Context: an optimization exercise on an open-source flow, tuned for small area, a short achievable clock period and few clock cycles per item. The choices shown serve that exercise and are no tape-out recipe.
No functional check of the RTL was part of this run.

[flow/design.v]
module kiln_pe_lzc #(
    parameter W  = 24,
    parameter CW = 5
) (
    input  wire [W-1:0]  x,
    output reg  [CW-1:0] cnt
);
    integer i;
    always @* begin
        cnt = W[CW-1:0];
        for (i = 0; i < W; i = i + 1)
            if (x[i]) cnt = CW'(W - 1 - i);
    end
endmodule
module kiln_pe_fpdec (
    input  wire [3:0]         fmt,
    input  wire [15:0]        x,
    input  wire [7:0]         scale,
    output reg                sign,
    output reg  [10:0]        sig,
    output reg  signed [12:0] elsb,
    output reg                is_inf,
    output reg                is_nan
);
    reg [7:0]         e;       
    reg               emax;    
    reg signed [12:0] enorm;   
    always @* begin
        sign   = 1'b0;
        sig    = 11'd0;
        e      = 8'd0;
        emax   = 1'b0;
        enorm  = 13'sd0;
        is_inf = 1'b0;
        is_nan = 1'b0;
        case (fmt)
            4'h7: begin  
                sign  = x[15];
                e     = {3'd0, x[14:10]};
                sig   = {1'b0, x[9:0]};
                emax  = (x[14:10] == 5'h1F);
                enorm = -13'sd25;
                is_inf = emax && (x[9:0] == 10'd0);
                is_nan = emax && (x[9:0] != 10'd0);
                if (e != 8'd0) sig[10] = 1'b1;
            end
            4'h8: begin  
                sign  = x[15];
                e     = x[14:7];
                sig   = {4'd0, x[6:0]};
                emax  = (x[14:7] == 8'hFF);
                enorm = -13'sd134;
                is_inf = emax && (x[6:0] == 7'd0);
                is_nan = emax && (x[6:0] != 7'd0);
                if (e != 8'd0) sig[7] = 1'b1;
            end
            4'h9: begin  
                sign  = x[7];
                e     = {4'd0, x[6:3]};
                sig   = {8'd0, x[2:0]};
                enorm = -13'sd10;
                is_nan = (x[6:0] == 7'h7F);
                if (e != 8'd0) sig[3] = 1'b1;
            end
            4'hA: begin  
                sign  = x[7];
                e     = {3'd0, x[6:2]};
                sig   = {9'd0, x[1:0]};
                emax  = (x[6:2] == 5'h1F);
                enorm = -13'sd17;
                is_inf = emax && (x[1:0] == 2'd0);
                is_nan = emax && (x[1:0] != 2'd0);
                if (e != 8'd0) sig[2] = 1'b1;
            end
            default: begin  
                sign  = x[3];
                e     = {6'd0, x[2:1]};
                sig   = {10'd0, x[0]};
                enorm = -13'sd2;
                if (e != 8'd0) sig[1] = 1'b1;
            end
        endcase
        if (e == 8'd0)
            elsb = enorm + 13'sd1 + $signed({5'd0, scale}) - 13'sd127;
        else
            elsb = enorm + $signed({5'd0, e}) + $signed({5'd0, scale}) - 13'sd127;
        if (scale == 8'hFF) begin
            is_nan = 1'b1;
            is_inf = 1'b0;
        end
    end
endmodule
module kiln_pe (
    input  wire        clk,
    input  wire        rst,           
    input  wire        in_valid,      
    input  wire        in_first,      
    input  wire        in_last,       
    input  wire [3:0]  fmt_a,
    input  wire [3:0]  fmt_b,
    input  wire [15:0] a,
    input  wire [15:0] b,
    input  wire [7:0]  scale_a,
    input  wire [7:0]  scale_b,
    input  wire [31:0] in_init,       
    output reg         out_valid,
    output wire [31:0] out_acc,
    output wire        out_knv,       
    output wire        out_kof,       
    output wire        out_iov        
);
    localparam [31:0] QNAN = 32'h7FC0_0000;
    reg        r_valid, r_first, r_last;
    reg [3:0]  r_fa, r_fb;
    reg [15:0] r_a, r_b;
    reg [7:0]  r_sa, r_sb;
    reg [31:0] r_init;
    always @(posedge clk) begin
        if (rst) begin
            r_valid <= 1'b0;
            r_first <= 1'b0;
            r_last  <= 1'b0;
        end else begin
            r_valid <= in_valid;
            r_first <= in_first;
            r_last  <= in_last;
        end
        r_fa <= fmt_a;
        r_fb <= fmt_b;
        r_a  <= a;
        r_b  <= b;
        r_sa <= scale_a;
        r_sb <= scale_b;
        r_init <= in_init;
    end
    wire is_int = (r_fa == 4'h0) || (r_fa == 4'h1);
    wire is_lns = (r_fa == 4'hC);
    reg [31:0] acc;
    reg        knv, kof, iov;
    wire [31:0] acc_cur = r_first ? r_init : acc;
    wire signed [8:0]  ia = (r_fa == 4'h0) ? {r_a[7], r_a[7:0]} : {1'b0, r_a[7:0]};
    wire signed [8:0]  ib = (r_fb == 4'h0) ? {r_b[7], r_b[7:0]} : {1'b0, r_b[7:0]};
    wire signed [17:0] iprod = ia * ib;
    wire signed [32:0] isum = {acc_cur[31], acc_cur} + {{15{iprod[17]}}, iprod};
    wire               iovf = isum[32] ^ isum[31];
    wire               da_s, db_s, da_inf, db_inf, da_nan, db_nan;
    wire [10:0]        da_sig, db_sig;
    wire signed [12:0] da_e, db_e;
    kiln_pe_fpdec u_deca (
        .fmt(r_fa), .x(r_a), .scale(r_sa),
        .sign(da_s), .sig(da_sig), .elsb(da_e), .is_inf(da_inf), .is_nan(da_nan)
    );
    kiln_pe_fpdec u_decb (
        .fmt(r_fb), .x(r_b), .scale(r_sb),
        .sign(db_s), .sig(db_sig), .elsb(db_e), .is_inf(db_inf), .is_nan(db_nan)
    );
    wire [21:0] fsig = da_sig * db_sig;
    wire [5:0]        la = r_a[5:0];
    wire [5:0]        lb = r_b[5:0];
    wire signed [5:0] lq = {la[4], la[4:0]} + {lb[4], lb[4:0]};
    wire signed [3:0] li = lq[5:2];
    reg  [23:0]       lm;
    always @* begin
        case (lq[1:0])
            2'd0:    lm = 24'h80_0000;
            2'd1:    lm = 24'h98_37F0;
            2'd2:    lm = 24'hB5_04F3;
            default: lm = 24'hD7_44FD;
        endcase
    end
    reg               p_s, p_zero, p_inf, p_nan, p_gen_nan;
    reg [23:0]        p_m;
    reg signed [12:0] p_e;
    always @* begin
        p_s       = 1'b0;
        p_zero    = 1'b0;
        p_inf     = 1'b0;
        p_nan     = 1'b0;
        p_gen_nan = 1'b0;
        p_m       = 24'd0;
        p_e       = 13'sd0;
        if (is_lns) begin
            if (la == 6'h30 || lb == 6'h30 || r_sa == 8'hFF || r_sb == 8'hFF) begin
                p_nan = 1'b1;
            end else if (la == 6'h10 || lb == 6'h10) begin
                p_zero = 1'b1;
            end else begin
                p_s = la[5] ^ lb[5];
                p_m = lm;
                p_e = $signed({{9{li[3]}}, li}) - 13'sd23
                      + $signed({5'd0, r_sa}) + $signed({5'd0, r_sb}) - 13'sd254;
            end
        end else begin
            p_s = da_s ^ db_s;
            if (da_nan || db_nan) begin
                p_nan = 1'b1;
            end else if (da_inf || db_inf) begin
                if ((!da_inf && da_sig == 11'd0) || (!db_inf && db_sig == 11'd0)) begin
                    p_nan     = 1'b1;
                    p_gen_nan = 1'b1;
                end else begin
                    p_inf = 1'b1;
                end
            end else if (da_sig == 11'd0 || db_sig == 11'd0) begin
                p_zero = 1'b1;
            end else begin
                p_m = {2'b00, fsig};
                p_e = da_e + db_e;
            end
        end
    end
    wire        a_s    = acc_cur[31];
    wire [7:0]  a_ef   = acc_cur[30:23];
    wire [22:0] a_fr   = acc_cur[22:0];
    wire        a_nan  = (a_ef == 8'hFF) && (a_fr != 23'd0);
    wire        a_inf  = (a_ef == 8'hFF) && (a_fr == 23'd0);
    wire        a_zero = (a_ef == 8'h00) && (a_fr == 23'd0);
    wire [23:0] a_m    = {(a_ef != 8'h00), a_fr};
    wire signed [12:0] a_e = (a_ef == 8'h00) ? -13'sd149
                                             : $signed({5'd0, a_ef}) - 13'sd150;
    wire [4:0] a_lz, p_lz;
    kiln_pe_lzc #(.W(24), .CW(5)) u_lza (.x(a_m), .cnt(a_lz));
    kiln_pe_lzc #(.W(24), .CW(5)) u_lzp (.x(p_m), .cnt(p_lz));
    wire [23:0]        a_mn = a_m << a_lz;
    wire [23:0]        p_mn = p_m << p_lz;
    wire signed [13:0] a_msb  = a_e + 14'sd23 - $signed({9'd0, a_lz});
    wire signed [13:0] p_msb  = p_e + 14'sd23 - $signed({9'd0, p_lz});
    wire p_bigger = a_zero ? 1'b1 :
                    p_zero ? 1'b0 :
                    (p_msb > a_msb) || ((p_msb == a_msb) && (p_mn > a_mn));
    wire               x_s  = p_bigger ? p_s  : a_s;
    wire               y_s  = p_bigger ? a_s  : p_s;
    wire [23:0]        x_mn = p_bigger ? p_mn : a_mn;
    wire [23:0]        y_mn = p_bigger ? (a_zero ? 24'd0 : a_mn) : (p_zero ? 24'd0 : p_mn);
    wire signed [13:0] x_msb  = p_bigger ? p_msb  : a_msb;
    wire signed [13:0] y_msb  = p_bigger ? a_msb  : p_msb;
    wire [13:0]  d    = x_msb - y_msb;
    wire [5:0]   dcl  = (d > 14'd63) ? 6'd63 : d[5:0];
    wire [104:0] yfull = {y_mn, 81'd0} >> dcl;
    wire [52:0]  x53  = {x_mn, 29'd0};
    wire [52:0]  y53  = {yfull[104:53], |yfull[52:0]};
    wire         sub  = x_s ^ y_s;
    wire [53:0]  sum  = sub ? ({1'b0, x53} - {1'b0, y53}) : ({1'b0, x53} + {1'b0, y53});
    wire [5:0] s_lz;
    kiln_pe_lzc #(.W(54), .CW(6)) u_lzs (.x(sum), .cnt(s_lz));
    wire [53:0]        sn  = sum << s_lz;
    wire signed [13:0] r_msb = x_msb + 14'sd1 - $signed({8'd0, s_lz});
    wire               tiny  = (r_msb < -14'sd126);
    wire signed [13:0] dsub  = -14'sd126 - r_msb;
    wire [5:0]         sh2   = !tiny ? 6'd0 : (dsub > 14'sd63) ? 6'd63 : dsub[5:0];
    wire [117:0]       sd    = {sn, 64'd0} >> sh2;
    wire [23:0]        mant  = sd[117:94];
    wire               guard = sd[93];
    wire               stk   = |sd[92:0];
    wire               up    = guard & (stk | mant[0]);
    wire [24:0]        mr    = {1'b0, mant} + {24'd0, up};
    reg signed [13:0] r_ef;
    reg [22:0]        r_fr;
    always @* begin
        if (tiny) begin
            r_ef = mr[23] ? 14'sd1 : 14'sd0;
            r_fr = mr[22:0];
        end else if (mr[24]) begin
            r_ef = r_msb + 14'sd128;
            r_fr = 23'd0;
        end else begin
            r_ef = r_msb + 14'sd127;
            r_fr = mr[22:0];
        end
    end
    wire add_ovf = (r_ef > 14'sd254);
    reg [31:0] f_res;
    reg        f_nv, f_of;
    always @* begin
        f_nv = 1'b0;
        f_of = 1'b0;
        if (p_nan || a_nan) begin
            f_res = QNAN;
            f_nv  = p_gen_nan && !a_nan;
        end else if (a_inf && p_inf && (a_s != p_s)) begin
            f_res = QNAN;
            f_nv  = 1'b1;
        end else if (a_inf) begin
            f_res = acc_cur;
        end else if (p_inf) begin
            f_res = {p_s, 8'hFF, 23'd0};
        end else if (a_zero && p_zero) begin
            f_res = {a_s & p_s, 31'd0};
        end else if (sum == 54'd0) begin
            f_res = 32'd0;
        end else if (add_ovf) begin
            f_res = {x_s, 8'hFF, 23'd0};
            f_of  = 1'b1;
        end else begin
            f_res = {x_s, r_ef[7:0], r_fr};
        end
    end
    always @(posedge clk) begin
        if (r_valid) begin
            if (is_int) begin
                acc <= isum[31:0];
                knv <= 1'b0;
                kof <= 1'b0;
                iov <= (r_first ? 1'b0 : iov) | iovf;
            end else begin
                acc <= f_res;
                knv <= (r_first ? 1'b0 : knv) | f_nv;
                kof <= (r_first ? 1'b0 : kof) | f_of;
                iov <= 1'b0;
            end
        end
    end
    always @(posedge clk) begin
        if (rst)
            out_valid <= 1'b0;
        else
            out_valid <= r_valid & r_last;
    end
    assign out_acc = acc;
    assign out_knv = knv;
    assign out_kof = kof;
    assign out_iov = iov;
endmodule
[flow/run.sh]
#!/bin/bash
# synth_recipe.tcl (not shown) runs the flow's synth.tcl, then flattens the netlist and writes it again
# the make line also repeats each setting of config.mk as NAME=value (left out here)
make -C /OpenROAD-flow-scripts/flow DESIGN_CONFIG=/design/flow/config.mk WORK_HOME=/design/flow/orfs CLKGATE_MAP_FILE= SYNTH_SCRIPT=/design/flow/synth_recipe.tcl finish
[flow/config.mk]
export PLATFORM = sky130hd
export DESIGN_NAME = kiln_pe
export DESIGN_NICKNAME = kiln_pe
export VERILOG_FILES = /design/flow/design.v
export SDC_FILE = /design/flow/constraint.sdc
export NUM_CORES = 4
export LEC_CHECK = 0
export CAP_MARGIN = 20
export CORE_MARGIN = 2
export CORE_UTILIZATION = 40
export SLEW_MARGIN = 20
[flow/constraint.sdc]
create_clock -name core_clock -period 32.0 [get_ports {clk}]
set_input_delay 6.4000 -clock core_clock [delete_from_list [all_inputs] [get_ports {clk}]]
set_output_delay 6.4000 -clock core_clock [all_outputs]
set_load 0.01 [all_outputs]
==> results_dict.tcl <==
set metrics [dict create \
    grt_start_max_net_pins 75 \
    finalWorstSetupSlack_ns 1.86 \
    finalWirelength_um 230000 \
    fin_crit_ns 30.14 \
    buffer_depth_of_the_longest_clock_path 3 \
    fraction_of_layout_cells_with_a_size_suffix_above_1 0.0783 \
    number_of_flops_mapped_to_enable_cells_by_yosys 35 \
    hold_viol_final 0 \
    floorplan.die.height_um 349 \
    max_freq_mhz 33.2 \
    hpwl_um 184000 \
    setup_repair_after_global_routing_missed_its_margin "false" \
    hold-path-cell-count 2 \
    crit_path_end_kind "flop" \
    fin_skew_ns 0.0288 \
    placedCellCount 8130 \
    synth_seq_cells 127 \
    drt_first_pass_iters 8 \
    final.setup.tns_ns 0 \
    route.top_layer_used "met4" \
    worst_min_path_class "reg -> reg" \
    outcome "complete, no violations" \
    hold_path_start "r_last$_SDFF_PP0_" \
    number_of_antenna_violations_at_the_first_check_in_global_routing 4 \
    n_fill_cell 12400 \
    post-place-ws_ns 0.979 \
    synth-seq-area-share 0.0609 \
    crit_path_max_incr_delay_ns 0.81 \
    regToRegStartpoint "r_fa[0]$_DFF_P_" \
    drv_cap 0 \
    crit_fanout 28 \
    worst_case_reg_to_reg_path_depth 108 \
    critical_path.slowest_cell "nor4_1" \
    cts_tree "done" \
    final_net_count 7335 \
    syn-mean-instance-area_um2 7.14 \
    grt_pass1_wl_um 339000 \
    area_growth_syn_to_layout_pct 8.30 \
    chipWidth_um 349 \
    layout_commonest_cell "nand2_1" \
    dr_total_vias 55700 \
    met2_length_um 98600 \
    final_cell_mix "nand2_1 (618), nor2_1 (595), inv_1 (542), a21oi_1 (424), ha_1 (393)" \
    initial_utilization 0.403 \
    postSynth.asyncResetShare 0 \
    synthFlopType "dfxtp_1" \
    cts_num_sinks 127 \
    maxSlewHeadroom 0.176 \
    boundaryPins 129 \
    io_buffers 128 \
    synth_area_um2 47500 \
    cts.clk_slew.worst_paths_ns 0.06 \
    critPathLaunchType "flop" \
    netlist-cell-type-count 149 \
    hold-path-endpoint "out_valid$_SDFF_PP0_" \
    max_slew.worst_pin.slew_ns 1.23 \
    htree_num_levels 4 \
    wl_per_cell_um 28.1 \
    global_route.overflow_total 0 \
    grt_usage 0.362 \
    dieArea_um2 121000 \
    core-area_um2 118000 \
    initialDrtViolationCount 8533 \
    synth_cells 6649 \
    critPathRequiredTime_ns 32.26 \
    cp_common_cell "inv_1" \
    number_of_buffers_created_by_cts 25 \
    standard_cell_row_count 126 \
    multi_input_area_um2 41000 \
    drt_drc_violations_left 0 \
    post_drt_via_cell_ratio 6.82 \
    reg2reg_setup_slack_ns 1.86 \
    first_global_vias 52100 \
    clock-root-buffer "clkbuf_16" \
    worstSkewPairLatency_ns 0.51 \
    final-setup-viol-count 0 \
    critical_path.reg2reg.endpoint "acc[13]$_DFFE_PP_" \
    layout.area.seq_um2 2900 \
    timing.final.crit_share 0.942 \
    finalNonFillerCells 8177 \
    dr_wl_met3_um 23300 \
    gpl.final_weighted_congestion 1.06 \
    path_class "reg -> reg" \
    detail_route.wirelength.met1_um 92300 \
    postRouteAntennaNets 0 \
    cts_hold_repair.buffers 0 \
    critical_path_arrival_ns 30.40 \
    final_max_slew_viol_count 0 \
    ys.warnings.count 4 \
]
## registers in the layout, summed over array words and instances (netlist names)
name and flops:
acc 32, r_a 16, r_fb 4, r_sb 8, r_fa 4, r_valid 1
r_b 16, knv 1, r_first 1, r_sa 8, r_last 1, iov 1
kof 1, r_init 32, out_valid 1
## cell usage after synthesis, types with 112 or more instances
master,number,area (um2)
a211oi_1,122,916
a21oi_1,428,2140
and2_1,112,701
clkbuf_1,224,841
fa_1,214,4280
ha_1,396,4950
inv_1,543,2040
mux2i_1,148,1480
nand2_1,619,2320
nand3_1,231,1160
nor2_1,595,2230
nor3_1,227,1140
o211ai_1,121,908
o21ai_0,321,1610
xnor2_1,132,1160
## kinds of logic after synthesis
kind of cell             share of synthesized area
AO/OA/AOI/OAI                                0.329
buffers and inverters                       0.0807
adder cells (fa/ha/maj)                      0.195
multiplexers                                0.0438
other                                     0.000158
flip-flops                                  0.0609
XOR/XNOR                                    0.0377
AND/OR/NAND/NOR                              0.252
## critical path, delay by kind of cell (launching register included)
family	cells	cell delay, ns
buffers and inverters	16	2.67
AND/OR/NAND/NOR	32	8.66
multiplexers	4	1.45
adder cells (fa/ha/maj)	14	5.02
XOR/XNOR	4	0.93
flip-flops	1	0.55
AO/OA/AOI/OAI	38	10.57
## repair_timing
item / in CTS / in global routing
resized for setup: 0 / 28
endpoints found under the setup margin: 0 / 32
setup buffers: 0 / 11
## worst max-delay path by stage
stage | start | to | slack [ns] | depth (start not counted)
2_1_floorplan | r_fa[0]$_DFF_P_ | acc[15]$_DFFE_PP_ | 4.08 | 136
3_3_place_gp | r_fa[0]$_DFF_P_ | acc[20]$_DFFE_PP_ | 1.45 | 113
3_5_place_dp | r_fa[0]$_DFF_P_ | acc[20]$_DFFE_PP_ | 0.98 | 117
4_1_cts | r_fa[0]$_DFF_P_ | acc[20]$_DFFE_PP_ | 0.93 | 117
5_1_grt | r_fb[1]$_DFF_P_ | acc[13]$_DFFE_PP_ | 0.14 | 120
6_report | r_fa[0]$_DFF_P_ | acc[13]$_DFFE_PP_ | 1.86 | 108
## routing by layer
metal	vias to the layer above	GRT usage
met2	3536	0.561
li1	24700	-
met1	26700	0.472
met4	0	0.197
met5	-	0
met3	803	0.0719
## through the flow
step | area (um2) | util | hold slack (ns)
after global placement | 50500 | 0.428 | 0.397
after detailed placement | 50500 | 0.428 | 0.405
after floorplan | 47500 | - | 0.395
final | 51400 | 0.436 | 0.410
after global routing | 51400 | 0.436 | 0.457
after CTS | 51200 | 0.434 | 0.412
## cell type report
type,count,area share
Clock inverter,3,0.00127
Timing Repair Buffer,325,0.0537
Tap cell,1536,0.0374
Multi-Input combinational cell,5601,0.798
Inverter,552,0.0404
Sequential cell,127,0.0564
Antenna cell,3,0.000146
Clock buffer,30,0.0131

## afterwards: timing with drivers on the ports
Ports are ideal in the flow. The routed layout listed here was re-timed in OpenROAD. Step 1 assumes that a clkbuf_16 drives the clock port and a buf_2 every other input. Step 2, shift: input delay + t, output delay - t, t = (earliest + latest rising clock arrival at the registers) / 2. This alone moves slack from input paths to output paths. Slacks: ideal ports / drivers / drivers and shift; pairs: ideal ports / drivers.
t, ns: 0.542
setup slack, ns: 1.864 / 1.864 / 1.864
pins driven straight from the clock port: 1
After both steps this run still meets setup and hold. The setup slack of this run moves by 0.000 ns with the drivers and by 0.000 ns with both steps.
